What follows belongs to an exercise in optimizing a design on an open flow for small area, a short achievable clock period and few clock cycles per item; a production flow would make more cautious choices.
The RTL was checked by simulation tests, not by an equivalence proof against the original design.

## before
// sha384_core
module sha384_core (
    input  wire         clk,
    input  wire         rst,
    input  wire         in_valid,
    output wire         in_ready,
    input  wire [63:0]  in_data,
    input  wire         in_first,
    input  wire         in_last,
    output reg          out_valid,
    output wire [383:0] out_digest
);
==> flow/config.mk <==
export PLATFORM = sky130hd
export DESIGN_NAME = sha384_core
export DESIGN_NICKNAME = sha384_core
export VERILOG_FILES = /design/flow/design.v
export SDC_FILE = /design/flow/constraint.sdc
export NUM_CORES = 4
export LEC_CHECK = 0
export ABC_AREA = 1
export CAP_MARGIN = 20
export CORE_MARGIN = 2
export CORE_UTILIZATION = 40
export SLEW_MARGIN = 20
export SYNTH_MEMORY_MAX_BITS = 16384
==> flow/constraint.sdc <==
create_clock -name core_clock -period 15.0 [get_ports {clk}]
set_input_delay 3.0000 -clock core_clock [delete_from_list [all_inputs] [get_ports {clk}]]
set_output_delay 3.0000 -clock core_clock [all_outputs]
set_load 0.01 [all_outputs]
standard.sh (not shown) runs the stock make flow with config.mk's settings and CLKGATE_MAP_FILE= SYNTH_SCRIPT=/design/flow/synth_recipe.tcl, a recipe that flattens the netlist after the stock synthesis.
==> flow/flow/run.sh <==
#!/bin/bash
# Standard synthesis and layout, with these changes to how the layout is made:
#  * timing repair aims at a setup margin of MARGIN ns over the design's
#    clock period (flow/margin.txt), so gates are sized for a shorter period;
#  * clock tree synthesis uses smaller clock buffers and no dummy loads;
#  * ports are buffered with buf_2 cells.
# The constraints (constraint.sdc) are the standard flow's, unchanged.
set -euo pipefail
MARGIN=$(cat flow/margin.txt)
CTS="-sink_clustering_enable -repair_clock_nets -dont_use_dummy_load -buf_list {$(cat flow/ctsbuf.txt)}"
bash standard.sh synth > synth.log 2>&1
bash standard.sh SETUP_SLACK_MARGIN=$MARGIN "CTS_ARGS=$CTS" "BUFFER_PORTS_ARGS=-buffer_cell sky130_fd_sc_hd__buf_2" finish > layout.log 2>&1
==> flow/flow/ctsbuf.txt <==
sky130_fd_sc_hd__clkbuf_4 sky130_fd_sc_hd__clkbuf_8
==> flow/flow/margin.txt <==
10.5
Testbench counts of before, summed over its fixed seeds: cycles 59,084, blocks 703.
> inputs changed (before -> after)
--- a/flow/flow/run.sh
+++ b/flow/flow/run.sh
@@ -4,3 +4,4 @@
 #    clock period (flow/margin.txt), so gates are sized for a shorter period;
-#  * clock tree synthesis uses smaller clock buffers and no dummy loads;
+#  * clock tree synthesis uses the buffers in flow/ctsbuf.txt, clusters of up
+#    to 20 sinks within 200 um per leaf buffer and no dummy loads;
 #  * ports are buffered with buf_2 cells.
@@ -9,3 +10,3 @@
 MARGIN=$(cat flow/margin.txt)
-CTS="-sink_clustering_enable -repair_clock_nets -dont_use_dummy_load -buf_list {$(cat flow/ctsbuf.txt)}"
+CTS="-sink_clustering_enable -sink_clustering_size 20 -sink_clustering_max_diameter 200 -repair_clock_nets -dont_use_dummy_load -buf_list {$(cat flow/ctsbuf.txt)}"
 bash standard.sh synth > synth.log 2>&1
==> flow/flow/ctsbuf.txt <==
sky130_fd_sc_hd__clkbuf_16
==> flow/flow/margin.txt <==
10.6
Notes after the runs:
The higher number of vias per cell after detailed routing came out of after.
Measured against each other, after and before differ in final standard cell area without fillers, the lower figure coming from after.
| clock network latency to the later pin of the worst-skew pair | lower: after |
Area added between synthesis and finish (after over before): decrease, 5.1 points

---

sha384_core again, from the RTL that the note above started with.
## sha384_core
module sha384_core (
    input  wire         clk,
    input  wire         rst,
    input  wire         in_valid,
    output wire         in_ready,
    input  wire [63:0]  in_data,
    input  wire         in_first,
    input  wire         in_last,
    output reg          out_valid,
    output wire [383:0] out_digest
);
Settings: LEC_CHECK=0, ABC_AREA=1, CAP_MARGIN=20, CORE_MARGIN=2, CORE_UTILIZATION=40, PLACE_DENSITY=0.7, SLEW_MARGIN=20, SYNTH_MEMORY_MAX_BITS=16384; clock period 15.0 ns.
==> flow/flow/run.sh <==
#!/bin/bash
# Standard synthesis and layout, with these changes to how the layout is made:
#  * timing repair aims at a setup margin of MARGIN ns over the design's
#    clock period (flow/margin.txt), so gates are sized for a shorter period;
#  * clock tree synthesis uses smaller clock buffers and no dummy loads;
#  * ports are buffered with buf_2 cells.
# The constraints (constraint.sdc) are the standard flow's, unchanged.
set -euo pipefail
MARGIN=$(cat flow/margin.txt)
CTS="-sink_clustering_enable -repair_clock_nets -dont_use_dummy_load -buf_list {$(cat flow/ctsbuf.txt)}"
bash standard.sh synth > synth.log 2>&1
bash standard.sh SETUP_SLACK_MARGIN=$MARGIN "CTS_ARGS=$CTS" "BUFFER_PORTS_ARGS=-buffer_cell sky130_fd_sc_hd__buf_2" finish > layout.log 2>&1
==> flow/flow/ctsbuf.txt <==
sky130_fd_sc_hd__clkbuf_4 sky130_fd_sc_hd__clkbuf_8
==> flow/flow/margin.txt <==
11.0
Testbench counts at the start, summed over its fixed seeds: cycles 59,084, blocks 703.
Change:
--- a/flow/flow/run.sh
+++ b/flow/flow/run.sh
@@ -3,5 +3,5 @@
 #  * timing repair aims at a setup margin of MARGIN ns over the design's
 #    clock period (flow/margin.txt), so gates are sized for a shorter period;
-#  * clock tree synthesis uses smaller clock buffers and no dummy loads;
+#  * clock tree synthesis uses the buffers in flow/ctsbuf.txt and no dummy loads;
 #  * ports are buffered with buf_2 cells.
 # The constraints (constraint.sdc) are the standard flow's, unchanged.
==> flow/flow/ctsbuf.txt (replaced) <==
sky130_fd_sc_hd__clkbuf_16
==> flow/flow/margin.txt (replaced) <==
10.6
Settings changed: PLACE_DENSITY 0.7 to default.
What happened: The changed run produced a clean layout; design area goes down by 6.7%; clock skew came out lower by 0.027 ns; hold slack is worse by 0.0083 ns; via count drops by 4.8%; die area stays the same; setup slack improved by 0.21 ns; count of clock-buffer cells in the layout drops by 134.
Change:
==> flow/flow/margin.txt (replaced) <==
10.3
Result: The changed run finished with timing, DRC and antenna clean; design area shrinks by 3.4%; routed wire length fell by 0.54%; setup slack got worse by 0.52 ns; via count falls by 0.82%.

-- what the ideal ports hide --
How much do the figures lean on ideal ports? The routed layouts below were timed once more, with nothing changed but the port constraints. Step 1 (the two cells are an assumption about what drives the block):
set clk [get_ports {clk}]
set_driving_cell -lib_cell sky130_fd_sc_hd__clkbuf_16 $clk
set_driving_cell -lib_cell sky130_fd_sc_hd__buf_2 [delete_from_list [all_inputs] $clk]
Step 2 adds t to the input delays and takes it off the output delays; t is the mean of the earliest and latest rising clock arrival at the registers after step 1. Input paths then give back, and output paths get back, about the clock's delay inside the block. a / b / c = ideal / step 1 / step 2; a / b = the first two.
run | shift t [ns] | setup WS [ns] | worst setup path at the end | latest minus earliest clock arrival (ns) | worst data-port slew with drivers (ns)
before | 1.160 | 10.406 / 10.315 / 10.406 | register to register | 0.163 / 0.164 | 0.09
after | 0.917 | 10.547 / 10.540 / 10.524 | input to register | 0.135 / 0.135 | 0.08
the first run of note 2 | 1.161 | 10.328 / 10.233 / 10.482 | input to register | 0.181 / 0.182 | 0.16
the second run of note 2 | 0.954 | 10.539 / 10.524 / 10.535 | input to register | 0.141 / 0.140 | 0.09
the third run of note 2 | 0.953 | 10.017 / 10.017 / 10.017 | register to register | 0.144 / 0.144 | 0.09
After both steps setup and hold are still met in every run listed. The setup slack of after, which loses most, moves by -0.007 ns with the drivers and by -0.023 ns with both steps.
